From an optimization exercise on the open Yosys and OpenROAD flow, aimed at small area, a short achievable clock period and few clock cycles; shortcuts taken in it are not production practice.
Function was checked by simulation only, so behaviour that the tests miss may differ from the original.
No activity file was given, so power comes from the tool's default toggle rates.

[flow/flow/run.sh]
#!/bin/bash
# The standard layout (standard.sh: the standard synthesis and the ORFS
# steps with the standard flow's config.mk and constraint.sdc, unchanged), with two
# changes to how ORFS builds it:
# - repair_timing is asked to leave more setup slack than the default, so
#   that it also shortens paths that already meet the design's clock period;
# - the buffers that ORFS puts on every input and output port are buf_4
#   cells instead of the slow delay cells it picks by default.
set -euo pipefail
bash standard.sh SETUP_SLACK_MARGIN=8.5 \
    "BUFFER_PORTS_ARGS=-buffer_cell sky130_fd_sc_hd__buf_4" finish > run_make.log 2>&1
[flow/standard.sh]
#!/bin/bash
# synth_recipe.tcl (not shown) runs the flow's synth.tcl, then flattens the netlist and writes it again
# the make line also repeats each setting of config.mk as NAME=value (left out here)
make -C /OpenROAD-flow-scripts/flow DESIGN_CONFIG=/design/flow/config.mk WORK_HOME=/design/flow/orfs CLKGATE_MAP_FILE= SYNTH_SCRIPT=/design/flow/synth_recipe.tcl "${@:-finish}"
[flow/config.mk]
export PLATFORM = sky130hd
export DESIGN_NAME = mcv_cal
export DESIGN_NICKNAME = mcv_cal
export VERILOG_FILES = /design/flow/design.v
export SDC_FILE = /design/flow/constraint.sdc
export NUM_CORES = 4
export LEC_CHECK = 0
export CAP_MARGIN = 20
export CORE_MARGIN = 2
export CORE_UTILIZATION = 40
export SLEW_MARGIN = 20
[flow/constraint.sdc]
create_clock -name core_clock -period 12.0 [get_ports {clk}]
set_input_delay 2.4000 -clock core_clock [delete_from_list [all_inputs] [get_ports {clk}]]
set_output_delay 2.4000 -clock core_clock [all_outputs]
set_load 0.01 [all_outputs]
[flow/design.v]
module mcv_mul (
    input  wire [17:0] x,
    input  wire [15:0] g,      
    input  wire [7:0]  bo,     
    input  wire [7:0]  bt,     
    input  wire [7:0]  bn,     
    output wire [34:0] ra,
    output wire [34:0] rb
);
    wire w0 = ((x[0] & bo[0]) | (1'b0 & bt[0])) ^ bn[0];
    wire w1 = ((x[1] & bo[0]) | (x[0] & bt[0])) ^ bn[0];
    wire w2 = ((x[2] & bo[0]) | (x[1] & bt[0])) ^ bn[0];
    wire w3 = ((x[3] & bo[0]) | (x[2] & bt[0])) ^ bn[0];
    wire w4 = ((x[4] & bo[0]) | (x[3] & bt[0])) ^ bn[0];
    wire w5 = ((x[5] & bo[0]) | (x[4] & bt[0])) ^ bn[0];
    wire w6 = ((x[6] & bo[0]) | (x[5] & bt[0])) ^ bn[0];
    wire w7 = ((x[7] & bo[0]) | (x[6] & bt[0])) ^ bn[0];
    wire w8 = ((x[8] & bo[0]) | (x[7] & bt[0])) ^ bn[0];
    wire w9 = ((x[9] & bo[0]) | (x[8] & bt[0])) ^ bn[0];
    wire w10 = ((x[10] & bo[0]) | (x[9] & bt[0])) ^ bn[0];
    wire w11 = ((x[11] & bo[0]) | (x[10] & bt[0])) ^ bn[0];
    wire w12 = ((x[12] & bo[0]) | (x[11] & bt[0])) ^ bn[0];
    wire w13 = ((x[13] & bo[0]) | (x[12] & bt[0])) ^ bn[0];
    wire w14 = ((x[14] & bo[0]) | (x[13] & bt[0])) ^ bn[0];
    wire w15 = ((x[15] & bo[0]) | (x[14] & bt[0])) ^ bn[0];
    wire w16 = ((x[16] & bo[0]) | (x[15] & bt[0])) ^ bn[0];
    wire w17 = ((x[17] & bo[0]) | (x[16] & bt[0])) ^ bn[0];
    wire w18 = ((x[17] & bo[0]) | (x[17] & bt[0])) ^ bn[0];
    wire w19 = ~w18;
    wire w20 = ((x[0] & bo[1]) | (1'b0 & bt[1])) ^ bn[1];
    wire w21 = ((x[1] & bo[1]) | (x[0] & bt[1])) ^ bn[1];
    wire w22 = ((x[2] & bo[1]) | (x[1] & bt[1])) ^ bn[1];
    wire w23 = ((x[3] & bo[1]) | (x[2] & bt[1])) ^ bn[1];
    wire w24 = ((x[4] & bo[1]) | (x[3] & bt[1])) ^ bn[1];
    wire w25 = ((x[5] & bo[1]) | (x[4] & bt[1])) ^ bn[1];
    wire w26 = ((x[6] & bo[1]) | (x[5] & bt[1])) ^ bn[1];
    wire w27 = ((x[7] & bo[1]) | (x[6] & bt[1])) ^ bn[1];
    wire w28 = ((x[8] & bo[1]) | (x[7] & bt[1])) ^ bn[1];
    wire w29 = ((x[9] & bo[1]) | (x[8] & bt[1])) ^ bn[1];
    wire w30 = ((x[10] & bo[1]) | (x[9] & bt[1])) ^ bn[1];
    wire w31 = ((x[11] & bo[1]) | (x[10] & bt[1])) ^ bn[1];
    wire w32 = ((x[12] & bo[1]) | (x[11] & bt[1])) ^ bn[1];
    wire w33 = ((x[13] & bo[1]) | (x[12] & bt[1])) ^ bn[1];
    wire w34 = ((x[14] & bo[1]) | (x[13] & bt[1])) ^ bn[1];
    wire w35 = ((x[15] & bo[1]) | (x[14] & bt[1])) ^ bn[1];
    wire w36 = ((x[16] & bo[1]) | (x[15] & bt[1])) ^ bn[1];
    wire w37 = ((x[17] & bo[1]) | (x[16] & bt[1])) ^ bn[1];
    wire w38 = ((x[17] & bo[1]) | (x[17] & bt[1])) ^ bn[1];
    wire w39 = ~w38;
    wire w40 = ((x[0] & bo[2]) | (1'b0 & bt[2])) ^ bn[2];
    wire w41 = ((x[1] & bo[2]) | (x[0] & bt[2])) ^ bn[2];
    wire w42 = ((x[2] & bo[2]) | (x[1] & bt[2])) ^ bn[2];
    wire w43 = ((x[3] & bo[2]) | (x[2] & bt[2])) ^ bn[2];
    wire w44 = ((x[4] & bo[2]) | (x[3] & bt[2])) ^ bn[2];
    wire w45 = ((x[5] & bo[2]) | (x[4] & bt[2])) ^ bn[2];
    wire w46 = ((x[6] & bo[2]) | (x[5] & bt[2])) ^ bn[2];
    wire w47 = ((x[7] & bo[2]) | (x[6] & bt[2])) ^ bn[2];
    wire w48 = ((x[8] & bo[2]) | (x[7] & bt[2])) ^ bn[2];
    wire w49 = ((x[9] & bo[2]) | (x[8] & bt[2])) ^ bn[2];
    wire w50 = ((x[10] & bo[2]) | (x[9] & bt[2])) ^ bn[2];
    wire w51 = ((x[11] & bo[2]) | (x[10] & bt[2])) ^ bn[2];
    wire w52 = ((x[12] & bo[2]) | (x[11] & bt[2])) ^ bn[2];
    wire w53 = ((x[13] & bo[2]) | (x[12] & bt[2])) ^ bn[2];
    wire w54 = ((x[14] & bo[2]) | (x[13] & bt[2])) ^ bn[2];
    wire w55 = ((x[15] & bo[2]) | (x[14] & bt[2])) ^ bn[2];
    wire w56 = ((x[16] & bo[2]) | (x[15] & bt[2])) ^ bn[2];
    wire w57 = ((x[17] & bo[2]) | (x[16] & bt[2])) ^ bn[2];
    wire w58 = ((x[17] & bo[2]) | (x[17] & bt[2])) ^ bn[2];
    wire w59 = ~w58;
    wire w60 = ((x[0] & bo[3]) | (1'b0 & bt[3])) ^ bn[3];
    wire w61 = ((x[1] & bo[3]) | (x[0] & bt[3])) ^ bn[3];
    wire w62 = ((x[2] & bo[3]) | (x[1] & bt[3])) ^ bn[3];
    wire w63 = ((x[3] & bo[3]) | (x[2] & bt[3])) ^ bn[3];
    wire w64 = ((x[4] & bo[3]) | (x[3] & bt[3])) ^ bn[3];
    wire w65 = ((x[5] & bo[3]) | (x[4] & bt[3])) ^ bn[3];
    wire w66 = ((x[6] & bo[3]) | (x[5] & bt[3])) ^ bn[3];
    wire w67 = ((x[7] & bo[3]) | (x[6] & bt[3])) ^ bn[3];
    wire w68 = ((x[8] & bo[3]) | (x[7] & bt[3])) ^ bn[3];
    wire w69 = ((x[9] & bo[3]) | (x[8] & bt[3])) ^ bn[3];
    wire w70 = ((x[10] & bo[3]) | (x[9] & bt[3])) ^ bn[3];
    wire w71 = ((x[11] & bo[3]) | (x[10] & bt[3])) ^ bn[3];
    wire w72 = ((x[12] & bo[3]) | (x[11] & bt[3])) ^ bn[3];
    wire w73 = ((x[13] & bo[3]) | (x[12] & bt[3])) ^ bn[3];
    wire w74 = ((x[14] & bo[3]) | (x[13] & bt[3])) ^ bn[3];
    wire w75 = ((x[15] & bo[3]) | (x[14] & bt[3])) ^ bn[3];
    wire w76 = ((x[16] & bo[3]) | (x[15] & bt[3])) ^ bn[3];
    wire w77 = ((x[17] & bo[3]) | (x[16] & bt[3])) ^ bn[3];
    wire w78 = ((x[17] & bo[3]) | (x[17] & bt[3])) ^ bn[3];
    wire w79 = ~w78;
    wire w80 = ((x[0] & bo[4]) | (1'b0 & bt[4])) ^ bn[4];
    wire w81 = ((x[1] & bo[4]) | (x[0] & bt[4])) ^ bn[4];
    wire w82 = ((x[2] & bo[4]) | (x[1] & bt[4])) ^ bn[4];
    wire w83 = ((x[3] & bo[4]) | (x[2] & bt[4])) ^ bn[4];
    wire w84 = ((x[4] & bo[4]) | (x[3] & bt[4])) ^ bn[4];
    wire w85 = ((x[5] & bo[4]) | (x[4] & bt[4])) ^ bn[4];
    wire w86 = ((x[6] & bo[4]) | (x[5] & bt[4])) ^ bn[4];
    wire w87 = ((x[7] & bo[4]) | (x[6] & bt[4])) ^ bn[4];
    wire w88 = ((x[8] & bo[4]) | (x[7] & bt[4])) ^ bn[4];
    wire w89 = ((x[9] & bo[4]) | (x[8] & bt[4])) ^ bn[4];
    wire w90 = ((x[10] & bo[4]) | (x[9] & bt[4])) ^ bn[4];
    wire w91 = ((x[11] & bo[4]) | (x[10] & bt[4])) ^ bn[4];
    wire w92 = ((x[12] & bo[4]) | (x[11] & bt[4])) ^ bn[4];
    wire w93 = ((x[13] & bo[4]) | (x[12] & bt[4])) ^ bn[4];
    wire w94 = ((x[14] & bo[4]) | (x[13] & bt[4])) ^ bn[4];
    wire w95 = ((x[15] & bo[4]) | (x[14] & bt[4])) ^ bn[4];
    wire w96 = ((x[16] & bo[4]) | (x[15] & bt[4])) ^ bn[4];
    wire w97 = ((x[17] & bo[4]) | (x[16] & bt[4])) ^ bn[4];
    wire w98 = ((x[17] & bo[4]) | (x[17] & bt[4])) ^ bn[4];
    wire w99 = ~w98;
    wire w100 = ((x[0] & bo[5]) | (1'b0 & bt[5])) ^ bn[5];
    wire w101 = ((x[1] & bo[5]) | (x[0] & bt[5])) ^ bn[5];
    wire w102 = ((x[2] & bo[5]) | (x[1] & bt[5])) ^ bn[5];
    wire w103 = ((x[3] & bo[5]) | (x[2] & bt[5])) ^ bn[5];
    wire w104 = ((x[4] & bo[5]) | (x[3] & bt[5])) ^ bn[5];
    wire w105 = ((x[5] & bo[5]) | (x[4] & bt[5])) ^ bn[5];
    wire w106 = ((x[6] & bo[5]) | (x[5] & bt[5])) ^ bn[5];
    wire w107 = ((x[7] & bo[5]) | (x[6] & bt[5])) ^ bn[5];
    wire w108 = ((x[8] & bo[5]) | (x[7] & bt[5])) ^ bn[5];
    wire w109 = ((x[9] & bo[5]) | (x[8] & bt[5])) ^ bn[5];
    wire w110 = ((x[10] & bo[5]) | (x[9] & bt[5])) ^ bn[5];
    wire w111 = ((x[11] & bo[5]) | (x[10] & bt[5])) ^ bn[5];
    wire w112 = ((x[12] & bo[5]) | (x[11] & bt[5])) ^ bn[5];
    wire w113 = ((x[13] & bo[5]) | (x[12] & bt[5])) ^ bn[5];
    wire w114 = ((x[14] & bo[5]) | (x[13] & bt[5])) ^ bn[5];
    wire w115 = ((x[15] & bo[5]) | (x[14] & bt[5])) ^ bn[5];
    wire w116 = ((x[16] & bo[5]) | (x[15] & bt[5])) ^ bn[5];
    wire w117 = ((x[17] & bo[5]) | (x[16] & bt[5])) ^ bn[5];
    wire w118 = ((x[17] & bo[5]) | (x[17] & bt[5])) ^ bn[5];
    wire w119 = ~w118;
    wire w120 = ((x[0] & bo[6]) | (1'b0 & bt[6])) ^ bn[6];
    wire w121 = ((x[1] & bo[6]) | (x[0] & bt[6])) ^ bn[6];
    wire w122 = ((x[2] & bo[6]) | (x[1] & bt[6])) ^ bn[6];
    wire w123 = ((x[3] & bo[6]) | (x[2] & bt[6])) ^ bn[6];
    wire w124 = ((x[4] & bo[6]) | (x[3] & bt[6])) ^ bn[6];
    wire w125 = ((x[5] & bo[6]) | (x[4] & bt[6])) ^ bn[6];
    wire w126 = ((x[6] & bo[6]) | (x[5] & bt[6])) ^ bn[6];
    wire w127 = ((x[7] & bo[6]) | (x[6] & bt[6])) ^ bn[6];
    wire w128 = ((x[8] & bo[6]) | (x[7] & bt[6])) ^ bn[6];
    wire w129 = ((x[9] & bo[6]) | (x[8] & bt[6])) ^ bn[6];
    wire w130 = ((x[10] & bo[6]) | (x[9] & bt[6])) ^ bn[6];
    wire w131 = ((x[11] & bo[6]) | (x[10] & bt[6])) ^ bn[6];
    wire w132 = ((x[12] & bo[6]) | (x[11] & bt[6])) ^ bn[6];
    wire w133 = ((x[13] & bo[6]) | (x[12] & bt[6])) ^ bn[6];
    wire w134 = ((x[14] & bo[6]) | (x[13] & bt[6])) ^ bn[6];
    wire w135 = ((x[15] & bo[6]) | (x[14] & bt[6])) ^ bn[6];
    wire w136 = ((x[16] & bo[6]) | (x[15] & bt[6])) ^ bn[6];
    wire w137 = ((x[17] & bo[6]) | (x[16] & bt[6])) ^ bn[6];
    wire w138 = ((x[17] & bo[6]) | (x[17] & bt[6])) ^ bn[6];
    wire w139 = ~w138;
    wire w140 = ((x[0] & bo[7]) | (1'b0 & bt[7])) ^ bn[7];
    wire w141 = ((x[1] & bo[7]) | (x[0] & bt[7])) ^ bn[7];
    wire w142 = ((x[2] & bo[7]) | (x[1] & bt[7])) ^ bn[7];
    wire w143 = ((x[3] & bo[7]) | (x[2] & bt[7])) ^ bn[7];
    wire w144 = ((x[4] & bo[7]) | (x[3] & bt[7])) ^ bn[7];
    wire w145 = ((x[5] & bo[7]) | (x[4] & bt[7])) ^ bn[7];
    wire w146 = ((x[6] & bo[7]) | (x[5] & bt[7])) ^ bn[7];
    wire w147 = ((x[7] & bo[7]) | (x[6] & bt[7])) ^ bn[7];
    wire w148 = ((x[8] & bo[7]) | (x[7] & bt[7])) ^ bn[7];
    wire w149 = ((x[9] & bo[7]) | (x[8] & bt[7])) ^ bn[7];
    wire w150 = ((x[10] & bo[7]) | (x[9] & bt[7])) ^ bn[7];
    wire w151 = ((x[11] & bo[7]) | (x[10] & bt[7])) ^ bn[7];
    wire w152 = ((x[12] & bo[7]) | (x[11] & bt[7])) ^ bn[7];
    wire w153 = ((x[13] & bo[7]) | (x[12] & bt[7])) ^ bn[7];
    wire w154 = ((x[14] & bo[7]) | (x[13] & bt[7])) ^ bn[7];
    wire w155 = ((x[15] & bo[7]) | (x[14] & bt[7])) ^ bn[7];
    wire w156 = ((x[16] & bo[7]) | (x[15] & bt[7])) ^ bn[7];
    wire w157 = ((x[17] & bo[7]) | (x[16] & bt[7])) ^ bn[7];
    wire w158 = ((x[17] & bo[7]) | (x[17] & bt[7])) ^ bn[7];
    wire w159 = ~w158;
    wire w160 = g[15] & x[0];
    wire w161 = g[15] & x[1];
    wire w162 = g[15] & x[2];
    wire w163 = g[15] & x[3];
    wire w164 = g[15] & x[4];
    wire w165 = g[15] & x[5];
    wire w166 = g[15] & x[6];
    wire w167 = g[15] & x[7];
    wire w168 = g[15] & x[8];
    wire w169 = g[15] & x[9];
    wire w170 = g[15] & x[10];
    wire w171 = g[15] & x[11];
    wire w172 = g[15] & x[12];
    wire w173 = g[15] & x[13];
    wire w174 = g[15] & x[14];
    wire w175 = g[15] & x[15];
    wire w176 = g[15] & x[16];
    wire w177 = ~(g[15] & x[17]);
    wire w178 = w10 ^ w28;
    wire w179 = w10 & w28;
    wire w180 = w11 ^ w29;
    wire w181 = w11 & w29;
    wire w182 = w12 ^ w30 ^ w48;
    wire w183 = (w12 & w30) | (w12 & w48) | (w30 & w48);
    wire w184 = w66 ^ w84;
    wire w185 = w66 & w84;
    wire w186 = w13 ^ w31 ^ w49;
    wire w187 = (w13 & w31) | (w13 & w49) | (w31 & w49);
    wire w188 = w67 ^ w85;
    wire w189 = w67 & w85;
    wire w190 = w14 ^ w32 ^ w50;
    wire w191 = (w14 & w32) | (w14 & w50) | (w32 & w50);
    wire w192 = w68 ^ w86 ^ w104;
    wire w193 = (w68 & w86) | (w68 & w104) | (w86 & w104);
    wire w194 = w122 ^ w140;
    wire w195 = w122 & w140;
    wire w196 = w15 ^ w33 ^ w51;
    wire w197 = (w15 & w33) | (w15 & w51) | (w33 & w51);
    wire w198 = w69 ^ w87 ^ w105;
    wire w199 = (w69 & w87) | (w69 & w105) | (w87 & w105);
    wire w200 = w123 ^ w141;
    wire w201 = w123 & w141;
    wire w202 = w16 ^ w34 ^ w52;
    wire w203 = (w16 & w34) | (w16 & w52) | (w34 & w52);
    wire w204 = w70 ^ w88 ^ w106;
    wire w205 = (w70 & w88) | (w70 & w106) | (w88 & w106);
    wire w206 = w124 ^ w142 ^ w160;
    wire w207 = (w124 & w142) | (w124 & w160) | (w142 & w160);
    wire w208 = w17 ^ w35 ^ w53;
    wire w209 = (w17 & w35) | (w17 & w53) | (w35 & w53);
    wire w210 = w71 ^ w89 ^ w107;
    wire w211 = (w71 & w89) | (w71 & w107) | (w89 & w107);
    wire w212 = w125 ^ w143 ^ w161;
    wire w213 = (w125 & w143) | (w125 & w161) | (w143 & w161);
    wire w214 = w19 ^ w36 ^ w54;
    wire w215 = (w19 & w36) | (w19 & w54) | (w36 & w54);
    wire w216 = w72 ^ w90 ^ w108;
    wire w217 = (w72 & w90) | (w72 & w108) | (w90 & w108);
    wire w218 = w126 ^ w144 ^ w162;
    wire w219 = (w126 & w144) | (w126 & w162) | (w144 & w162);
    wire w220 = w37 ^ w55 ^ w73;
    wire w221 = (w37 & w55) | (w37 & w73) | (w55 & w73);
    wire w222 = w91 ^ w109 ^ w127;
    wire w223 = (w91 & w109) | (w91 & w127) | (w109 & w127);
    wire w224 = w145 ^ w163;
    wire w225 = w145 & w163;
    wire w226 = w39 ^ w56 ^ w74;
    wire w227 = (w39 & w56) | (w39 & w74) | (w56 & w74);
    wire w228 = w92 ^ w110 ^ w128;
    wire w229 = (w92 & w110) | (w92 & w128) | (w110 & w128);
    wire w230 = w146 ^ w164 ^ 1'b1;
    wire w231 = (w146 & w164) | (w146 & 1'b1) | (w164 & 1'b1);
    wire w232 = w57 ^ w75 ^ w93;
    wire w233 = (w57 & w75) | (w57 & w93) | (w75 & w93);
    wire w234 = w111 ^ w129 ^ w147;
    wire w235 = (w111 & w129) | (w111 & w147) | (w129 & w147);
    wire w236 = w165 ^ 1'b1;
    wire w237 = w165 & 1'b1;
    wire w238 = w59 ^ w76 ^ w94;
    wire w239 = (w59 & w76) | (w59 & w94) | (w76 & w94);
    wire w240 = w112 ^ w130 ^ w148;
    wire w241 = (w112 & w130) | (w112 & w148) | (w130 & w148);
    wire w242 = w77 ^ w95 ^ w113;
    wire w243 = (w77 & w95) | (w77 & w113) | (w95 & w113);
    wire w244 = w131 ^ w149;
    wire w245 = w131 & w149;
    wire w246 = w79 ^ w96 ^ w114;
    wire w247 = (w79 & w96) | (w79 & w114) | (w96 & w114);
    wire w248 = w97 ^ w115;
    wire w249 = w97 & w115;
    wire w250 = w6 ^ w24;
    wire w251 = w6 & w24;
    wire w252 = w7 ^ w25;
    wire w253 = w7 & w25;
    wire w254 = w8 ^ w26 ^ w44;
    wire w255 = (w8 & w26) | (w8 & w44) | (w26 & w44);
    wire w256 = w62 ^ w80;
    wire w257 = w62 & w80;
    wire w258 = w9 ^ w27 ^ w45;
    wire w259 = (w9 & w27) | (w9 & w45) | (w27 & w45);
    wire w260 = w63 ^ w81;
    wire w261 = w63 & w81;
    wire w262 = w178 ^ w46 ^ w64;
    wire w263 = (w178 & w46) | (w178 & w64) | (w46 & w64);
    wire w264 = w82 ^ w100 ^ bn[5];
    wire w265 = (w82 & w100) | (w82 & bn[5]) | (w100 & bn[5]);
    wire w266 = w179 ^ w180 ^ w47;
    wire w267 = (w179 & w180) | (w179 & w47) | (w180 & w47);
    wire w268 = w65 ^ w83 ^ w101;
    wire w269 = (w65 & w83) | (w65 & w101) | (w83 & w101);
    wire w270 = w181 ^ w182 ^ w184;
    wire w271 = (w181 & w182) | (w181 & w184) | (w182 & w184);
    wire w272 = w102 ^ w120 ^ bn[6];
    wire w273 = (w102 & w120) | (w102 & bn[6]) | (w120 & bn[6]);
    wire w274 = w183 ^ w185 ^ w186;
    wire w275 = (w183 & w185) | (w183 & w186) | (w185 & w186);
    wire w276 = w188 ^ w103 ^ w121;
    wire w277 = (w188 & w103) | (w188 & w121) | (w103 & w121);
    wire w278 = w187 ^ w189 ^ w190;
    wire w279 = (w187 & w189) | (w187 & w190) | (w189 & w190);
    wire w280 = w192 ^ w194 ^ bn[7];
    wire w281 = (w192 & w194) | (w192 & bn[7]) | (w194 & bn[7]);
    wire w282 = w191 ^ w193 ^ w195;
    wire w283 = (w191 & w193) | (w191 & w195) | (w193 & w195);
    wire w284 = w196 ^ w198 ^ w200;
    wire w285 = (w196 & w198) | (w196 & w200) | (w198 & w200);
    wire w286 = w197 ^ w199 ^ w201;
    wire w287 = (w197 & w199) | (w197 & w201) | (w199 & w201);
    wire w288 = w202 ^ w204 ^ w206;
    wire w289 = (w202 & w204) | (w202 & w206) | (w204 & w206);
    wire w290 = w203 ^ w205 ^ w207;
    wire w291 = (w203 & w205) | (w203 & w207) | (w205 & w207);
    wire w292 = w208 ^ w210 ^ w212;
    wire w293 = (w208 & w210) | (w208 & w212) | (w210 & w212);
    wire w294 = w209 ^ w211 ^ w213;
    wire w295 = (w209 & w211) | (w209 & w213) | (w211 & w213);
    wire w296 = w214 ^ w216 ^ w218;
    wire w297 = (w214 & w216) | (w214 & w218) | (w216 & w218);
    wire w298 = w215 ^ w217 ^ w219;
    wire w299 = (w215 & w217) | (w215 & w219) | (w217 & w219);
    wire w300 = w220 ^ w222 ^ w224;
    wire w301 = (w220 & w222) | (w220 & w224) | (w222 & w224);
    wire w302 = w221 ^ w223 ^ w225;
    wire w303 = (w221 & w223) | (w221 & w225) | (w223 & w225);
    wire w304 = w226 ^ w228 ^ w230;
    wire w305 = (w226 & w228) | (w226 & w230) | (w228 & w230);
    wire w306 = w227 ^ w229 ^ w231;
    wire w307 = (w227 & w229) | (w227 & w231) | (w229 & w231);
    wire w308 = w232 ^ w234 ^ w236;
    wire w309 = (w232 & w234) | (w232 & w236) | (w234 & w236);
    wire w310 = w233 ^ w235 ^ w237;
    wire w311 = (w233 & w235) | (w233 & w237) | (w235 & w237);
    wire w312 = w238 ^ w240 ^ w166;
    wire w313 = (w238 & w240) | (w238 & w166) | (w240 & w166);
    wire w314 = w239 ^ w241 ^ w242;
    wire w315 = (w239 & w241) | (w239 & w242) | (w241 & w242);
    wire w316 = w244 ^ w167 ^ 1'b1;
    wire w317 = (w244 & w167) | (w244 & 1'b1) | (w167 & 1'b1);
    wire w318 = w243 ^ w245 ^ w246;
    wire w319 = (w243 & w245) | (w243 & w246) | (w245 & w246);
    wire w320 = w132 ^ w150 ^ w168;
    wire w321 = (w132 & w150) | (w132 & w168) | (w150 & w168);
    wire w322 = w247 ^ w248 ^ w133;
    wire w323 = (w247 & w248) | (w247 & w133) | (w248 & w133);
    wire w324 = w151 ^ w169 ^ 1'b1;
    wire w325 = (w151 & w169) | (w151 & 1'b1) | (w169 & 1'b1);
    wire w326 = w249 ^ w99 ^ w116;
    wire w327 = (w249 & w99) | (w249 & w116) | (w99 & w116);
    wire w328 = w134 ^ w152 ^ w170;
    wire w329 = (w134 & w152) | (w134 & w170) | (w152 & w170);
    wire w330 = w117 ^ w135 ^ w153;
    wire w331 = (w117 & w135) | (w117 & w153) | (w135 & w153);
    wire w332 = w171 ^ 1'b1;
    wire w333 = w171 & 1'b1;
    wire w334 = w119 ^ w136 ^ w154;
    wire w335 = (w119 & w136) | (w119 & w154) | (w136 & w154);
    wire w336 = w137 ^ w155;
    wire w337 = w137 & w155;
    wire w338 = w4 ^ w22;
    wire w339 = w4 & w22;
    wire w340 = w5 ^ w23;
    wire w341 = w5 & w23;
    wire w342 = w250 ^ w42 ^ w60;
    wire w343 = (w250 & w42) | (w250 & w60) | (w42 & w60);
    wire w344 = w251 ^ w252 ^ w43;
    wire w345 = (w251 & w252) | (w251 & w43) | (w252 & w43);
    wire w346 = w253 ^ w254 ^ w256;
    wire w347 = (w253 & w254) | (w253 & w256) | (w254 & w256);
    wire w348 = w255 ^ w257 ^ w258;
    wire w349 = (w255 & w257) | (w255 & w258) | (w257 & w258);
    wire w350 = w259 ^ w261 ^ w262;
    wire w351 = (w259 & w261) | (w259 & w262) | (w261 & w262);
    wire w352 = w263 ^ w265 ^ w266;
    wire w353 = (w263 & w265) | (w263 & w266) | (w265 & w266);
    wire w354 = w267 ^ w269 ^ w270;
    wire w355 = (w267 & w269) | (w267 & w270) | (w269 & w270);
    wire w356 = w271 ^ w273 ^ w274;
    wire w357 = (w271 & w273) | (w271 & w274) | (w273 & w274);
    wire w358 = w275 ^ w277 ^ w278;
    wire w359 = (w275 & w277) | (w275 & w278) | (w277 & w278);
    wire w360 = w279 ^ w281 ^ w282;
    wire w361 = (w279 & w281) | (w279 & w282) | (w281 & w282);
    wire w362 = w283 ^ w285 ^ w286;
    wire w363 = (w283 & w285) | (w283 & w286) | (w285 & w286);
    wire w364 = w287 ^ w289 ^ w290;
    wire w365 = (w287 & w289) | (w287 & w290) | (w289 & w290);
    wire w366 = w291 ^ w293 ^ w294;
    wire w367 = (w291 & w293) | (w291 & w294) | (w293 & w294);
    wire w368 = w295 ^ w297 ^ w298;
    wire w369 = (w295 & w297) | (w295 & w298) | (w297 & w298);
    wire w370 = w299 ^ w301 ^ w302;
    wire w371 = (w299 & w301) | (w299 & w302) | (w301 & w302);
    wire w372 = w303 ^ w305 ^ w306;
    wire w373 = (w303 & w305) | (w303 & w306) | (w305 & w306);
    wire w374 = w307 ^ w309 ^ w310;
    wire w375 = (w307 & w309) | (w307 & w310) | (w309 & w310);
    wire w376 = w311 ^ w313 ^ w314;
    wire w377 = (w311 & w313) | (w311 & w314) | (w313 & w314);
    wire w378 = w315 ^ w317 ^ w318;
    wire w379 = (w315 & w317) | (w315 & w318) | (w317 & w318);
    wire w380 = w319 ^ w321 ^ w322;
    wire w381 = (w319 & w321) | (w319 & w322) | (w321 & w322);
    wire w382 = w323 ^ w325 ^ w326;
    wire w383 = (w323 & w325) | (w323 & w326) | (w325 & w326);
    wire w384 = w327 ^ w329 ^ w330;
    wire w385 = (w327 & w329) | (w327 & w330) | (w329 & w330);
    wire w386 = w331 ^ w333 ^ w334;
    wire w387 = (w331 & w333) | (w331 & w334) | (w333 & w334);
    wire w388 = w335 ^ w336 ^ w173;
    wire w389 = (w335 & w336) | (w335 & w173) | (w336 & w173);
    wire w390 = w337 ^ w139 ^ w156;
    wire w391 = (w337 & w139) | (w337 & w156) | (w139 & w156);
    wire w392 = w157 ^ w175;
    wire w393 = w157 & w175;
    wire w394 = w2 ^ w20;
    wire w395 = w2 & w20;
    wire w396 = w3 ^ w21;
    wire w397 = w3 & w21;
    wire w398 = w338 ^ w40 ^ bn[2];
    wire w399 = (w338 & w40) | (w338 & bn[2]) | (w40 & bn[2]);
    wire w400 = w339 ^ w340 ^ w41;
    wire w401 = (w339 & w340) | (w339 & w41) | (w340 & w41);
    wire w402 = w341 ^ w342 ^ bn[3];
    wire w403 = (w341 & w342) | (w341 & bn[3]) | (w342 & bn[3]);
    wire w404 = w343 ^ w344 ^ w61;
    wire w405 = (w343 & w344) | (w343 & w61) | (w344 & w61);
    wire w406 = w345 ^ w346 ^ bn[4];
    wire w407 = (w345 & w346) | (w345 & bn[4]) | (w346 & bn[4]);
    wire w408 = w347 ^ w348 ^ w260;
    wire w409 = (w347 & w348) | (w347 & w260) | (w348 & w260);
    wire w410 = w349 ^ w350 ^ w264;
    wire w411 = (w349 & w350) | (w349 & w264) | (w350 & w264);
    wire w412 = w351 ^ w352 ^ w268;
    wire w413 = (w351 & w352) | (w351 & w268) | (w352 & w268);
    wire w414 = w353 ^ w354 ^ w272;
    wire w415 = (w353 & w354) | (w353 & w272) | (w354 & w272);
    wire w416 = w355 ^ w356 ^ w276;
    wire w417 = (w355 & w356) | (w355 & w276) | (w356 & w276);
    wire w418 = w357 ^ w358 ^ w280;
    wire w419 = (w357 & w358) | (w357 & w280) | (w358 & w280);
    wire w420 = w359 ^ w360 ^ w284;
    wire w421 = (w359 & w360) | (w359 & w284) | (w360 & w284);
    wire w422 = w361 ^ w362 ^ w288;
    wire w423 = (w361 & w362) | (w361 & w288) | (w362 & w288);
    wire w424 = w363 ^ w364 ^ w292;
    wire w425 = (w363 & w364) | (w363 & w292) | (w364 & w292);
    wire w426 = w365 ^ w366 ^ w296;
    wire w427 = (w365 & w366) | (w365 & w296) | (w366 & w296);
    wire w428 = w367 ^ w368 ^ w300;
    wire w429 = (w367 & w368) | (w367 & w300) | (w368 & w300);
    wire w430 = w369 ^ w370 ^ w304;
    wire w431 = (w369 & w370) | (w369 & w304) | (w370 & w304);
    wire w432 = w371 ^ w372 ^ w308;
    wire w433 = (w371 & w372) | (w371 & w308) | (w372 & w308);
    wire w434 = w373 ^ w374 ^ w312;
    wire w435 = (w373 & w374) | (w373 & w312) | (w374 & w312);
    wire w436 = w375 ^ w376 ^ w316;
    wire w437 = (w375 & w376) | (w375 & w316) | (w376 & w316);
    wire w438 = w377 ^ w378 ^ w320;
    wire w439 = (w377 & w378) | (w377 & w320) | (w378 & w320);
    wire w440 = w379 ^ w380 ^ w324;
    wire w441 = (w379 & w380) | (w379 & w324) | (w380 & w324);
    wire w442 = w381 ^ w382 ^ w328;
    wire w443 = (w381 & w382) | (w381 & w328) | (w382 & w328);
    wire w444 = w383 ^ w384 ^ w332;
    wire w445 = (w383 & w384) | (w383 & w332) | (w384 & w332);
    wire w446 = w385 ^ w386 ^ w172;
    wire w447 = (w385 & w386) | (w385 & w172) | (w386 & w172);
    wire w448 = w387 ^ w388 ^ 1'b1;
    wire w449 = (w387 & w388) | (w387 & 1'b1) | (w388 & 1'b1);
    wire w450 = w389 ^ w390 ^ w174;
    wire w451 = (w389 & w390) | (w389 & w174) | (w390 & w174);
    wire w452 = w391 ^ w392 ^ 1'b1;
    wire w453 = (w391 & w392) | (w391 & 1'b1) | (w392 & 1'b1);
    wire w454 = w393 ^ w159 ^ w176;
    wire w455 = (w393 & w159) | (w393 & w176) | (w159 & w176);
    assign ra = {1'b1, w455, w453, w451, w449, w447, w445, w443, w441, w439, w437, w435, w433, w431, w429, w427, w425, w423, w421, w419, w417, w415, w413, w411, w409, w407, w405, w403, w401, w399, w397, w395, w394, w1, w0};
    assign rb = {1'b0, w177, w454, w452, w450, w448, w446, w444, w442, w440, w438, w436, w434, w432, w430, w428, w426, w424, w422, w420, w418, w416, w414, w412, w410, w408, w406, w404, w402, w400, w398, w396, bn[1], 1'b0, bn[0]};
endmodule
module mcv_add12 (
    input  wire [11:0] a,
    input  wire [11:0] b,
    output wire [12:0] s
);
    wire [11:0] p = a ^ b;
    wire g0_1 = (a[1] & b[1]) | (p[1] & (a[0] & b[0]));
    wire q0_1 = p[1] & p[0];
    wire g0_3 = (a[3] & b[3]) | (p[3] & (a[2] & b[2]));
    wire q0_3 = p[3] & p[2];
    wire g0_5 = (a[5] & b[5]) | (p[5] & (a[4] & b[4]));
    wire q0_5 = p[5] & p[4];
    wire g0_7 = (a[7] & b[7]) | (p[7] & (a[6] & b[6]));
    wire q0_7 = p[7] & p[6];
    wire g0_9 = (a[9] & b[9]) | (p[9] & (a[8] & b[8]));
    wire q0_9 = p[9] & p[8];
    wire g0_11 = (a[11] & b[11]) | (p[11] & (a[10] & b[10]));
    wire q0_11 = p[11] & p[10];
    wire g1_2 = (a[2] & b[2]) | (p[2] & g0_1);
    wire q1_2 = p[2] & q0_1;
    wire g1_3 = g0_3 | (q0_3 & g0_1);
    wire q1_3 = q0_3 & q0_1;
    wire g1_6 = (a[6] & b[6]) | (p[6] & g0_5);
    wire q1_6 = p[6] & q0_5;
    wire g1_7 = g0_7 | (q0_7 & g0_5);
    wire q1_7 = q0_7 & q0_5;
    wire g1_10 = (a[10] & b[10]) | (p[10] & g0_9);
    wire q1_10 = p[10] & q0_9;
    wire g1_11 = g0_11 | (q0_11 & g0_9);
    wire q1_11 = q0_11 & q0_9;
    wire g2_4 = (a[4] & b[4]) | (p[4] & g1_3);
    wire q2_4 = p[4] & q1_3;
    wire g2_5 = g0_5 | (q0_5 & g1_3);
    wire q2_5 = q0_5 & q1_3;
    wire g2_6 = g1_6 | (q1_6 & g1_3);
    wire q2_6 = q1_6 & q1_3;
    wire g2_7 = g1_7 | (q1_7 & g1_3);
    wire q2_7 = q1_7 & q1_3;
    wire g3_8 = (a[8] & b[8]) | (p[8] & g2_7);
    wire q3_8 = p[8] & q2_7;
    wire g3_9 = g0_9 | (q0_9 & g2_7);
    wire q3_9 = q0_9 & q2_7;
    wire g3_10 = g1_10 | (q1_10 & g2_7);
    wire q3_10 = q1_10 & q2_7;
    wire g3_11 = g1_11 | (q1_11 & g2_7);
    wire q3_11 = q1_11 & q2_7;
    assign s = {g3_11, p[11] ^ g3_10, p[10] ^ g3_9, p[9] ^ g3_8, p[8] ^ g2_7, p[7] ^ g2_6, p[6] ^ g2_5, p[5] ^ g2_4, p[4] ^ g1_3, p[3] ^ g1_2, p[2] ^ g0_1, p[1] ^ (a[0] & b[0]), p[0]};
endmodule
module mcv_cal (
    input  wire        clk,
    input  wire        rst,
    input  wire        s_valid,
    output wire        s_ready,
    input  wire [1:0]  s_op,       
    input  wire [2:0]  s_conv,
    input  wire [27:0] s_data,
    output reg         o_valid,
    output reg         o_kind,     
    output reg  [2:0]  o_conv,
    output reg  [11:0] o_raw,
    output reg         o_clamp,
    output reg         o_ok,
    output reg  [15:0] o_gain,
    output reg  [11:0] o_offset
);
    localparam OP_MEAS    = 2'd0;
    localparam OP_CAL     = 2'd1;
    localparam OP_RESTART = 2'd2;
    localparam OP_LOAD    = 2'd3;
    integer i;
    reg        busy;             
    reg        rdy;              
    assign s_ready = rdy;
    reg [11:0] cal_off  [0:7];
    reg [15:0] cal_gain [0:7];
    reg [5:0]  cal_cnt  [0:7];
    reg [16:0] sum_lo   [0:7];
    reg [16:0] sum_hi   [0:7];
    reg [7:0]  ld;
    reg [7:0]  em;
    reg [7:0]  hv;
    reg [7:0]  lt;
    reg [7:0]  ld_nx, em_nx, hv_nx, lt_nx;      
    reg        a_v;
    reg [1:0]  a_op;
    reg [2:0]  a_conv;
    reg [27:0] a_data;
    reg [7:0]  a_sm;             
    reg        a_md;             
    reg [7:0]  a_gc;             
    reg [7:0]  a_gh;             
    wire [7:0] s_dec  = 8'd1 << s_conv;
    wire       s_take = s_valid & rdy;
    wire       s_meas = s_op == OP_MEAS;
    wire       s_cal  = s_op == OP_CAL;
    wire       s_last = s_take & s_cal & |(s_dec & lt_nx);
    always @(posedge clk) begin
        a_v    <= s_take & ~rst;
        a_op   <= s_op;
        a_conv <= s_conv;
        a_data <= s_data;
        a_sm   <= s_meas  ? (s_dec & ld_nx) : 8'd0;
        a_md   <= s_meas & ~|(s_dec & ld_nx);
        a_gc   <= s_cal   ? (s_dec & ~em_nx) : 8'd0;
        a_gh   <= s_cal   ? (s_dec & hv_nx) : 8'd0;
    end
    wire        go     = a_v;
    wire [7:0]  a_dec  = 8'd1 << a_conv;
    wire [7:0]  a_sc   = (a_op == OP_CAL) ? a_dec : 8'd0;    
    wire [7:0]  a_sx   = a_op[1] ? a_dec : 8'd0;             
    wire [11:0] a_u    = a_data[11:0];
    reg  [11:0] r_off;
    reg  [15:0] r_gain;
    reg  [5:0]  r_cnt;
    reg  [16:0] r_lo, r_hi;
    always @(*) begin
        r_off = 12'd0; r_gain = {a_md, 15'd0};
        r_cnt = 6'd0; r_lo = 17'd0; r_hi = 17'd0;
        for (i = 0; i < 8; i = i + 1) begin
            r_off   = r_off   | ({12{a_sm[i]}} & cal_off[i]);
            r_gain  = r_gain  | ({16{a_sm[i]}} & cal_gain[i]);
            r_cnt   = r_cnt   | ({6{a_gc[i]}}  & cal_cnt[i]);
            r_lo    = r_lo    | ({17{a_gc[i]}} & sum_lo[i]);
            r_hi    = r_hi    | ({17{a_gh[i]}} & sum_hi[i]);
        end
    end
    wire        c_odd  = r_cnt[0];                          
    wire [5:0]  c_cnt1 = r_cnt + 6'd1;
    wire [12:0] c_lo12, c_hi12;
    mcv_add12 u_alo (.a(r_lo[11:0]), .b(a_u), .s(c_lo12));
    mcv_add12 u_ahi (.a(r_hi[11:0]), .b(a_u), .s(c_hi12));
    wire [4:0]  c_lo5  = r_lo[16:12] + 5'd1;
    wire [4:0]  c_hi5  = r_hi[16:12] + 5'd1;
    wire [16:0] c_lo   = {c_lo12[12] ? c_lo5 : r_lo[16:12], c_lo12[11:0]};
    wire [16:0] c_hi   = {c_hi12[12] ? c_hi5 : r_hi[16:12], c_hi12[11:0]};
    wire do_cal  = go & (a_op == OP_CAL);      
    wire do_lo   = do_cal & ~c_odd;
    wire do_hi   = do_cal & c_odd;             
    wire do_last = do_cal & |(a_sc & lt);      
    wire do_rst  = go & (a_op == OP_RESTART);  
    wire do_load = go & (a_op == OP_LOAD);     
    reg [17:0] dv_d;
    reg [16:0] dv_r;
    reg [3:0]  dv_ro;
    reg [4:0]  dv_n;
    reg        dv_okm;           
    reg [2:0]  dv_conv;
    wire [7:0] dv_sel = 8'd1 << dv_conv;
    reg [5:0]  dv_km;            
    reg [15:0] dv_qg;            
    reg [11:0] dv_qo;            
    wire        dv_k1   = (dv_n == 5'd0);
    wire [17:0] k_d     = dv_d - {1'b0, dv_r};
    wire [17:0] k_l     = k_d + 18'h6666;
    wire [21:0] k_m     = {2'b00, dv_r, 3'b000} - {4'd0, dv_d} + 22'd28679;
    wire [17:0] g_t   = {dv_r, dv_qg[15]};
    wire [18:0] g_s   = {1'b0, g_t} - {1'b0, dv_d};
    wire        g_q   = ~g_s[18];
    wire [15:0] g_nxt = {dv_qg[14:0], g_q};
    wire [4:0]  f_t   = {dv_ro, dv_qo[11]};
    wire        f_q   = (f_t >= 5'd14);
    wire        f_on  = (dv_n >= 5'd5);
    wire [11:0] f_nxt = {dv_qo[10:0], f_q ^ (dv_n == 5'd5)};
    wire        dv_last = (dv_n == 5'd16);
    wire        dv_wr   = busy & dv_last & dv_okm;
    reg        m_v;
    reg [2:0]  m_conv;
    reg [17:0] m_x;
    reg        m_g15;
    reg [7:0]  m_bo, m_bt, m_bn;     
    reg        p_v;
    reg [2:0]  p_conv;
    reg [22:0] p_a;
    reg [22:0] p_b;
    reg        p_c;
    wire [34:0] m_ra, m_rb;
    mcv_mul u_mul (.x(m_x), .g({m_g15, 15'd0}), .bo(m_bo), .bt(m_bt), .bn(m_bn),
                   .ra(m_ra), .rb(m_rb));
    wire [16:0] r_gx = {r_gain, 1'b0};
    reg  [7:0]  r_bo, r_bt, r_bn;
    always @(*) begin
        for (i = 0; i < 8; i = i + 1) begin
            r_bo[i] = r_gx[2*i+1] ^ r_gx[2*i];
            r_bt[i] = (r_gx[2*i+2] & ~r_gx[2*i+1] & ~r_gx[2*i]) |
                      (~r_gx[2*i+2] & r_gx[2*i+1] & r_gx[2*i]);
            r_bn[i] = r_gx[2*i+2] & ~(r_gx[2*i+1] & r_gx[2*i]);
        end
    end
    wire [12:0] m_lo  = {1'b0, m_ra[11:0]} + {1'b0, m_rb[11:0]};
    wire [22:0] q_up  = p_a + p_b + {22'd0, p_c};       
    wire [16:0] q_hi  = q_up[22:6];                     
    wire        m_neg = q_hi[16];
    wire        m_big = ~q_hi[16] & (q_hi[15:13] != 3'd0);
    always @(*) begin
        for (i = 0; i < 8; i = i + 1) begin
            ld_nx[i] = ld[i] | (do_load & a_sx[i]) | (dv_wr & dv_sel[i]);
            em_nx[i] = ((do_lo & a_sc[i]) ? 1'b0 : em[i]) |
                       (do_last & a_sc[i]) | (do_rst & a_sx[i]);
            hv_nx[i] = ((do_hi & a_sc[i]) | hv[i]) &
                       ~((do_last & a_sc[i]) | (do_rst & a_sx[i]));
            lt_nx[i] = ((do_cal & a_sc[i]) ? (~em[i] & (cal_cnt[i] == 6'd62)) : lt[i]) &
                       ~((do_last & a_sc[i]) | (do_rst & a_sx[i]));
            if (rst) begin
                ld_nx[i] = 1'b0;
                em_nx[i] = 1'b1;
                hv_nx[i] = 1'b0;
                lt_nx[i] = 1'b0;
            end
        end
    end
    always @(posedge clk) begin
        m_conv <= a_conv;
        m_x    <= {2'b00, a_u, 4'b0000} - {{6{r_off[11]}}, r_off};
        m_g15  <= r_gain[15];
        m_bo   <= r_bo;
        m_bt   <= r_bt;
        m_bn   <= r_bn;
        p_conv <= m_conv;
        p_a    <= m_ra[34:12];
        p_b    <= m_rb[34:12];
        p_c    <= m_lo[12];
        for (i = 0; i < 8; i = i + 1) begin
            if (do_lo & a_sc[i]) begin
                sum_lo[i]  <= c_lo;
                cal_cnt[i] <= c_cnt1;
            end
            if (do_hi & a_sc[i]) begin
                sum_hi[i]  <= c_hi;
                cal_cnt[i] <= c_cnt1;
            end
            if (busy ? (dv_wr & dv_sel[i]) : (do_load & a_sx[i])) begin
                cal_off[i]  <= busy ? f_nxt : a_data[11:0];
                cal_gain[i] <= busy ? g_nxt : a_data[27:12];
            end
        end
        if (!busy) begin
            dv_d    <= {1'b0, c_hi};
            dv_r    <= r_lo;
            dv_conv <= a_conv;
            dv_n    <= 5'd0;
        end else begin
            dv_n <= dv_n + 5'd1;
            if (dv_k1) begin
                dv_d     <= k_d;
                dv_r     <= 17'h0B333;
                dv_qg    <= k_l[16:1];
                dv_ro    <= k_m[15:12];
                dv_qo    <= k_m[11:0];
                dv_km    <= k_m[21:16];
            end else begin
                if (dv_n == 5'd1)
                    dv_okm <= (dv_km == 6'd0) && ({dv_ro, dv_qo} >= 16'd21504) &&
                              ({dv_ro, dv_qo} <= 16'd35853) &&
                              (dv_d >= 18'd89077) && (dv_d <= 18'd94589);
                dv_r   <= g_q ? g_s[16:0] : g_t[16:0];
                dv_qg  <= g_nxt;
                if (f_on) begin
                    dv_ro <= f_q ? (f_t - 5'd14) : f_t[3:0];
                    dv_qo <= f_nxt;
                end
            end
        end
        o_kind  <= ~p_v;
        o_conv  <= p_v ? p_conv : dv_conv;
        o_raw   <= m_neg ? 12'd0 : (m_big ? 12'd4095 : q_hi[12:1]);
        o_clamp <= m_neg | m_big;
        o_ok    <= dv_okm;
        o_gain  <= g_nxt;
        o_offset <= f_nxt;
        ld <= ld_nx;
        em <= em_nx;
        hv <= hv_nx;
        lt <= lt_nx;
        if (rst) begin
            busy    <= 1'b0;
            rdy     <= 1'b1;
            m_v     <= 1'b0;
            p_v     <= 1'b0;
            o_valid <= 1'b0;
        end else begin
            m_v     <= go & (a_op == OP_MEAS);
            p_v     <= m_v;
            o_valid <= p_v | (busy & dv_last);
            if (s_last)
                rdy <= 1'b0;
            else if (busy & (dv_n == 5'd15))
                rdy <= 1'b1;
            if (do_last)
                busy <= 1'b1;
            else if (busy & dv_last)
                busy <= 1'b0;
        end
    end
endmodule
==> results of run 1 <==
## worst paths after layout
kind	to	cells past startpoint	slack, ps	start
worst max register to register	dv_qg[11]	13	8590	dv_d[0]
worst min register to register	p_conv[0]	0	330	m_conv[0]
worst max-delay path	o_gain[0]	1	8460	o_gain[0]
worst min-delay path	p_conv[0]	0	330	m_conv[0]
## worst reg2reg max path, delay by kind of cell (launching register included)
kind / cells / cell delay (ps)
AO/OA/AOI/OAI: 5 / 850
adder cells (fa/ha/maj): 2 / 580
flip-flops: 1 / 450
AND/OR/NAND/NOR: 3 / 840
buffers and inverters: 2 / 170
XOR/XNOR: 1 / 240
## flip-flops by register name (all words and copies together) (netlist names), 12 cells and up
name and count:
p_b 22, dv_qg 16, o_raw 12, dv_qo 12
o_gain 16, dv_d 18, cal_cnt 48, sum_lo 136
a_data 28, dv_r 17, p_a 22, cal_gain 128
cal_off 96, sum_hi 136, m_x 18, o_offset 12
## area by class of cell
class	instances	share of cell area, %
tap	1380	3.62
multi-input combinational	2083	35.5
inverter	231	1.82
clock buffer	118	5.10
clock inverter	53	1.22
timing repair buffer	178	3.58
sequential	862	49.2
## timing repair
action,4_1_cts,5_1_grt
resized for setup,139,96
setup endpoints to repair,238,232
setup buffers,8,20
cloned,0,2
pin swaps,7,14
## logic make-up (layout without fill, tap and decap cells)
| kind of cell | after synthesis | in the layout | synth area share [%] |
|---|---|---|---|
| flops | 862 | 862 | 56.3 |
| mux | 47 | 47 | 1.27 |
| fa+ha+maj | 284 | 284 | 10.8 |
| compound gates | 832 | 832 | 14.0 |
| simple gates | 650 | 650 | 8.12 |
| buf+inv | 422 | 580 | 3.88 |
| xor+xnor | 270 | 270 | 5.75 |
## stage by stage
step / hold slack (ps) / instances / total power, W
floorplan: 310 / 3367 / 0.00370
CTS: 328 / 4883 / 0.00673
detailed placement: 314 / 4704 / 0.00388
global placement: 311 / 4704 / 0.00387
global route: 336 / 4905 / 0.00694
finish: 327 / 4905 / 0.00670
## metal layers
metal	global-route usage, %	part of all wire, %	up-vias
met5	0	0	-
met4	7.61	3.4	0
met3	3.85	7.2	205
met2	32.6	45	1013
met1	29.1	44	13900
li1	-	-	12600
## synth_stat cells (all sizes together) (42+ instances only)
master and instances:
a21oi 112, edfxtp 603, inv 231, a22oi 406, nand3 42, buf 45
nand2 159, xnor2 170, ha 164, nand4 69, clkbuf 146, xor2 100
fa 120, dfxtp 259, nor2 157, o21ai 116
## power breakdown
| group | total, W | internal (W) | switching [W] | leakage [nW] |
|---|---|---|---|---|
| clock | 0.00284 | 0.00164 | 0.00120 | 1.46 |
| combinational | 0.000543 | 0.000237 | 0.000306 | 8.17 |
| sequential | 0.00331 | 0.00325 | 0.0000635 | 7.62 |
| total | 0.00670 | 0.00512 | 0.00157 | 17.3 |
==> qor.csv, run 1 <==
metric,value,unit
vias,27700,
cp.arrival,1140,ps
synth_flop_cell,edfxtp_1,
postCtsHoldBufs,0,
die_width,326,um
htreeDepth,3,
nNetsFinal,3768,
grt_pass1_wl,169000,um
finalHoldViolCount,0,
cp-end-kind,primary output,
ant_nets,0,
core_area,103000,um2
die_y,326,um
grtUsageTotal,20.9,%
slowest_delay,350,ps
regArea,23400,um2
ios,84,
cts_buffer_depth,3,
crit_required,9600,ps
max_freq,282,MHz
antenna_found_initial,4,
drv_cap,0,
grt_overflow,0,
postLayoutCoreUtil,46.3,%
syn_nets,3687,
powerDensity,140,nW/um2
diodes,0,
synth_area_leaders,"edfxtp_1 (44%), dfxtp_1 (13%), a22oi_1 (7.4%)",
vdd_drop_max,0.122,mV
insertion_delay,680,ps
final_cell_mix,"edfxtp_1 (603), a22oi_1 (405), inv_1 (228)",
hpwl,73300,um
skew,31.7,ps
async_reset_ff_share,0,%
avgSynthCellArea,12.3,um2
synth_seq_cells,862,
design_area,47700,um2
synth_top_area_share,43.7,%
dr.pass1.iters,6,
drive_gt1_share,14.9,%
avgRoutedWirePerCell,22.9,um
layout_commonest_cell,edfxtp_1,
post-place-ws,7890,ps
tightest_slew,1050,ps
path_cells,buf_6,
netlist_area,41400,um2
max_slew_margin,29.8,%
ys_seq_area_share,56.3,%
die-area,106000,um2
viasPerCell,5.64,
period_share,29.5,%
path_clk_slew,60,ps
rsz0062_at_grt,yes,
path_delay_family,flip-flops,
grt_pass1_vias,27100,
hold_class,flop to flop,
cts_buffers,92,
path_buf_inv,1,
drc,0,
status,timing/DRC/antenna clean,
start_kind,flop,
cts_tree,built,
place_area,43600,um2
fin_setup_tns,0,ps
clock-sinks,862,
setup_ws,8460,ps
synth_edf_count,603,
syn_inst,3367,
routed_wl,112000,um
setup_viol,0,
globalplace.congestion,0.882,
num_rows,118,
criticalPathCategory,flop to primary output,
crit_fanout,1,
multiInputGateArea,16900,um2
p_leak,17.3,nW
synth_area_leader_cell,edfxtp_1,
slew_viol_final,0,
drt_iter0_markers,2589,
fillers,9380,
clock-root-buffer,clkbuf_16,
area_growth_syn_to_layout,15.1,%
post-route-min-period,3540,ps
grt_max_degree,63,
ys.warnings.count,6,
portBuffers,83,
start_util,40.2,%
cp_slowest_cell,dfxtp_2,
synth.distinct_cells,87,
Testbench counts, summed over its fixed seeds: cycles 19,150.
==> run 2: changes to the inputs <==
--- a/flow/config.mk
+++ b/flow/config.mk
@@ -8,4 +8,5 @@
 export CAP_MARGIN = 20
 export CORE_MARGIN = 2
 export CORE_UTILIZATION = 40
+export CTS_BUF_LIST = sky130_fd_sc_hd__clkbuf_8
 export SLEW_MARGIN = 20
==> run 2 against run 1 <==
Against the previous run: still clean; global-route usage up 0.28 points; wire length increased by 0.65%; fmax shrank 4.2%; non-clock buffer count fell by 10; combinational power about the same; clock skew grew 35 ps; critical path depth stayed put; setup slack worse by 150 ps; power fell by 4.1%; clock power fell by 9.5%; critical path type unchanged; critical endpoint is now s_ready.
==> qor.csv, run 2 <==
metric,value,unit
gr-usage-met3,4.34,%
reg_top3,"sum_hi x136, sum_lo x136, cal_gain x128",
p_leak,17.4,nW
grt_overflow,0,
cp.arrival,1300,ps
path_buf_inv,1,
slowest_delay,350,ps
grt_max_degree,63,
grt-busiest-layer,met2,
ys.warnings.count,6,
ios,84,
drc,0,
path_clk_slew,60,ps
avgSynthCellArea,12.3,um2
synth_edf_count,603,
clock-root-buffer,clkbuf_8,
num_rows,118,
grtUsageTotal,21.2,%
postCtsHoldBufs,0,
final_cell_mix,"edfxtp_1 (603), a22oi_1 (404), inv_1 (288)",
cp_slowest_cell,dfxtp_2,
cts_tree,built,
grt_pass1_wl,170000,um
cp-end-kind,primary output,
globalplace.congestion,0.882,
insertion_delay,840,ps
syn_inst,3367,
nNetsFinal,3813,
hold_class,flop to flop,
status,timing/DRC/antenna clean,
multiInputGateArea,16900,um2
synth_area_leaders,"edfxtp_1 (44%), dfxtp_1 (13%), a22oi_1 (7.4%)",
fin_setup_tns,0,ps
powerDensity,135,nW/um2
avgRoutedWirePerCell,22.6,um
regArea,23400,um2
crit_fanout,2,
period_share,30.8,%
syn_nets,3687,
async_reset_ff_share,0,%
area_growth_syn_to_layout,14.6,%
die_y,326,um
ant_nets,0,
post-route-min-period,3700,ps
synth.most_common_cell,edfxtp_1,
rsz0062_at_grt,yes,
path_cells,buf_6,
start_util,40.2,%
design_area,47400,um2
p_total,0.00642,W
synth_area_leader_cell,edfxtp_1,
gr-usage-met2,32.8,%
portBuffers,83,
synth.distinct_cells,87,
slew_viol_final,0,
gr-usage-met1,28.9,%
synth_top_cells_by_count,"edfxtp_1 (603), a22oi_1 (406), dfxtp_1 (259), inv_1 (230), xnor2_1 (169)",
skew,67.2,ps
synth_flop_cell,edfxtp_1,
routed_wl,113000,um
ys_seq_area_share,56.3,%
viasPerCell,5.59,
synth_top_area_share,43.7,%
cts_buffers,146,
drt_iter0_markers,2364,
drv_cap,0,
start_kind,flop,
crit_required,9600,ps
synth_seq_cells,862,
finalHoldViolCount,0,
vias,27900,
clock-sinks,862,
layout_commonest_cell,edfxtp_1,
tightest_slew,1030,ps
place_area,43600,um2
grt_pass1_vias,27700,
max_freq,270,MHz
die-area,106000,um2
htreeDepth,4,
setup_viol,0,
drive_gt1_share,15.7,%
cts_buffer_depth,3,
criticalPathCategory,flop to primary output,
antenna_found_initial,6,
max_slew_margin,30.9,%
die_width,326,um
dr.pass1.iters,5,
netlist_area,41400,um2
vdd_drop_max,0.0956,mV
core_area,103000,um2
fillers,9453,
hpwl,73300,um
path_delay_family,flip-flops,
run 2: cell families (layout without fill, tap and decap cells):
family                     count (synthesis)  in the layout  synth area share [%]
DFF                                      862            862                  56.3
and+or+nand+nor                          650            650                  8.12
buffers and inverters                    422            666                  3.88
xor gates and xnor gates                 270            271                  5.75
AOI/OAI and AO/OA                        832            832                  14.0
adders and majority gates                284            284                  10.8
muxes                                     47             47                  1.27
other                                      0              2                     0
run 2: per-stage QoR:
step                instances  util, %  hold WS [ps]  worst slack (ps)
CTS                      4979     45.6           331              8220
detailed placement       4704     42.3           314              7890
floorplan                3367        -           310              8440
global route             4994     46.0           336              8260
finish                   4994     46.0           330              8300
global placement         4704     42.3           311              7990
run 2: routing by layer:
metal | wire length [um] | up-vias | part of all wire [%]
met5 | 0 | - | 0
met4 | 3690 | 0 | 3.3
met3 | 8520 | 195 | 7.5
met2 | 51300 | 1043 | 45
met1 | 49600 | 14000 | 44
li1 | - | 12700 | -
run 2: repair_timing:
item | in CTS | in global routing
pin swaps | 7 | 15
resized for setup | 138 | 100
cloned | 0 | 2
endpoints found under the setup margin | 238 | 246
buffers inserted | 8 | 11
run 2: path summary, 6_finish.rpt:
| kind | cells past startpoint | startpoint | endpoint | slack (ps) |
|---|---|---|---|---|
| worst max-delay path | 1 | rdy | s_ready | 8300 |
| worst min-delay path | 0 | m_conv[0] | p_conv[0] | 330 |
| worst max register to register | 14 | dv_d[0] | dv_qg[15] | 8620 |
| worst min register to register | 0 | m_conv[0] | p_conv[0] | 330 |
run 2: layout make-up:
class	instances	area share, %
well taps	1380	3.64
repair buffers	168	3.40
multi-input cells	2084	35.7
inverters	231	1.83
clock buffers	160	4.64
clock inverters	107	1.36
flip-flops and latches	862	49.4
diodes	2	0.0105
run 2: report_power, final:
group          internal [W]  total [W]  switching (W)
Sequential          0.00325    0.00331      0.0000642
Combinational      0.000236   0.000541       0.000305
Clock               0.00135    0.00257        0.00122
==> run 3: changes to the inputs <==
--- a/flow/flow/run.sh
+++ b/flow/flow/run.sh
@@ -7,5 +7,5 @@
 # - the buffers that ORFS puts on every input and output port are buf_4
 #   cells instead of the slow delay cells it picks by default.
 set -euo pipefail
-bash standard.sh SETUP_SLACK_MARGIN=8.5 \
+bash standard.sh SETUP_SLACK_MARGIN=8.4 \
     "BUFFER_PORTS_ARGS=-buffer_cell sky130_fd_sc_hd__buf_4" finish > run_make.log 2>&1
--- a/flow/config.mk
+++ b/flow/config.mk
@@ -8,5 +8,4 @@
 export CAP_MARGIN = 20
 export CORE_MARGIN = 2
 export CORE_UTILIZATION = 40
-export CTS_BUF_LIST = sky130_fd_sc_hd__clkbuf_8
 export SLEW_MARGIN = 20
==> run 3 against run 2 <==
Against the previous run: highest routed layer unchanged; cell count down 2.0%; utilization is 0.28 points lower; wire length is 2.0% lower; first-iteration DRC count rose by 4.1%; still clean; clock skew is 32 ps lower; global-route usage decreased by 0.42 points; synthesized cell count did not move; largest power group unchanged.
==> qor.csv, run 3 <==
metric,value,unit
powerDensity,142,nW/um2
clock-root-buffer,clkbuf_16,
num_rows,118,
synth_area_leader_cell,edfxtp_1,
synth_area_leaders,"edfxtp_1 (44%), dfxtp_1 (13%), a22oi_1 (7.4%)",
vias,27500,
insertion_delay,680,ps
routed.top_layer,met4,
die-area,106000,um2
ant_nets,0,
start_kind,flop,
cp-end-kind,primary output,
ys.warnings.count,6,
path_clk_slew,60,ps
synth.most_common_cell,edfxtp_1,
drc,0,
reg_top3,"sum_hi x136, sum_lo x136, cal_gain x128",
post-route-min-period,3570,ps
portBuffers,83,
cts_tree,built,
syn_inst,3367,
path_cells,buf_4,
netlist_area,41400,um2
synth_seq_cells,862,
met3WireLength,7220,um
syn_nets,3687,
drive_gt1_share,12.8,%
avgRoutedWirePerCell,22.7,um
final_cell_mix,"edfxtp_1 (603), a22oi_1 (406), inv_1 (229)",
synth.distinct_cells,87,
nNetsFinal,3752,
grtUsageTotal,20.8,%
grt_overflow,0,
crit_fanout,1,
avgSynthCellArea,12.3,um2
wl_met2,51000,um
clock-sinks,862,
area_growth_syn_to_layout,13.9,%
fillers,9408,
grt_pass1_vias,26800,
grt_max_degree,63,
vdd_drop_max,0.140,mV
dr.pass1.iters,6,
synth_top_cells_by_count,"edfxtp_1 (603), a22oi_1 (406), dfxtp_1 (259), inv_1 (230), xnor2_1 (169)",
cts_buffers,92,
synth_edf_count,603,
hold_class,flop to flop,
rsz0062_at_grt,yes,
slew_viol_final,0,
post-place-ws,8060,ps
start_util,40.2,%
die_width,326,um
crit_required,9600,ps
htreeDepth,3,
ys_seq_area_share,56.3,%
layout_commonest_cell,edfxtp_1,
viasPerCell,5.61,
fin_setup_tns,0,ps
async_reset_ff_share,0,%
finalHoldViolCount,0,
routed_wl,111000,um
synth_flop_cell,edfxtp_1,
skew,35.6,ps
drv_cap,0,
regArea,23300,um2
path_buf_inv,1,
die_y,326,um
globalplace.congestion,0.904,
period_share,29.8,%
ios,84,
setup_ws,8430,ps
p_total,0.00671,W
max_slew_margin,32.7,%
tightest_slew,1000,ps
postCtsHoldBufs,0,
multiInputGateArea,16800,um2
cts_buffer_depth,3,
synth_top_area_share,43.7,%
hpwl,73800,um
setup_viol,0,
drt_iter0_markers,2462,
core_area,103000,um2
criticalPathCategory,flop to primary output,
wl_met1,49300,um
grt_pass1_wl,169000,um
status,timing/DRC/antenna clean,
p_leak,17.1,nW
antenna_found_initial,7,
slowest_delay,370,ps
path_delay_family,flip-flops,
max_freq,280,MHz
cp_slowest_cell,dfxtp_1,
cp.arrival,1170,ps
[run 3: cell counts after synthesis]
Identical to the previous run, type by type.
[run 3: per-stage QoR]
stage                     area (um2)  hold WS (ps)  std cells  util (%)
after detailed placement       43700           312       4706      42.4
after CTS                      47000           327       4883      45.6
after global placement         43700           311       4706      42.4
after global routing           47200           335       4891      45.8
final                          47200           326       4892      45.8
after floorplan                41400           310       3367         -
[run 3: what timing repair did]
| item | 4_1_cts | 5_1_grt |
|---|---|---|
| setup buffers | 5 | 7 |
| endpoints found under the setup margin | 158 | 137 |
| gates resized for setup | 43 | 33 |
| cloned | 0 | 0 |
| pin swaps | 5 | 6 |
[run 3: worst paths after layout]
check	from	end	slack, ps	depth (start not counted)
worst min-delay path	m_conv[0]	p_conv[0]	330	0
worst min register to register	m_conv[0]	p_conv[0]	330	0
worst max-delay path	o_offset[3]	o_offset[3]	8430	1
worst max register to register	dv_r[4]	dv_qg[11]	8530	11
[run 3: final cells by class]
| class | count | share of cell area (%) |
|---|---|---|
| clock inverters | 48 | 1.22 |
| clock buffers | 124 | 5.44 |
| multi-input cells | 2083 | 35.7 |
| repair buffers | 162 | 2.67 |
| diodes | 2 | 0.0106 |
| well taps | 1380 | 3.66 |
| inverters | 231 | 1.84 |
| flip-flops and latches | 862 | 49.5 |
[run 3: logic make-up (layout without fill, tap and decap cells)]
group,count (synthesis),after routing,share of synthesized area (%)
other,0,2,0
flip-flops,862,862,56.3
multiplexers,47,47,1.27
buffers and inverters,422,565,3.88
AO/OA/AOI/OAI,832,832,14.0
AND/OR/NAND/NOR,650,650,8.12
XOR/XNOR,270,270,5.75
adder cells (fa/ha/maj),284,284,10.8
[run 3: report_power, final]
group | switching (W) | internal, W | total [W]
registers | 0.0000589 | 0.00325 | 0.00331
logic | 0.000298 | 0.000213 | 0.000511
clock network | 0.00122 | 0.00168 | 0.00290
[run 3: per-layer routing]
layer	track usage [%]	up-vias
met5	0	-
met4	6.59	0
met3	3.15	155
met2	32.9	989
met1	29.3	13800
li1	-	12600

==> port drivers added, routing unchanged <==
No port has a modelled driver above. Below, the same layouts with a new extraction and two added sets of constraints. Step 1: set_driving_cell puts a clkbuf_16 on clk and a buf_2 on each other input, an assumption about the parent block. Step 2 adds t to the input delays and takes it off the output delays; t is the mean of the earliest and latest rising clock arrival at the registers after step 1. Input paths then give back, and output paths get back, about the clock's delay inside the block. a / b / c = ideal ports / drivers / drivers and shift; a / b = the first two.
| run | shift t [ns] | setup WS [ns] | worst setup path after step 2 | worst slew at a driven data input, ns | cell pins on the clock port's net |
|---|---|---|---|---|---|
| run 1 | 0.736 | 8.456 / 8.387 / 8.216 | input to register | 0.05 | 1 |
| run 2 | 0.872 | 8.302 / 8.236 / 8.263 | input to register | 0.05 | 1 |
| run 3 | 0.732 | 8.428 / 8.363 / 8.151 | input to register | 0.09 | 1 |
After both steps setup and hold are still met in every run listed. For run 3, which loses most, drivers alone change the setup slack by -0.065 ns; drivers and shift together by -0.277 ns.
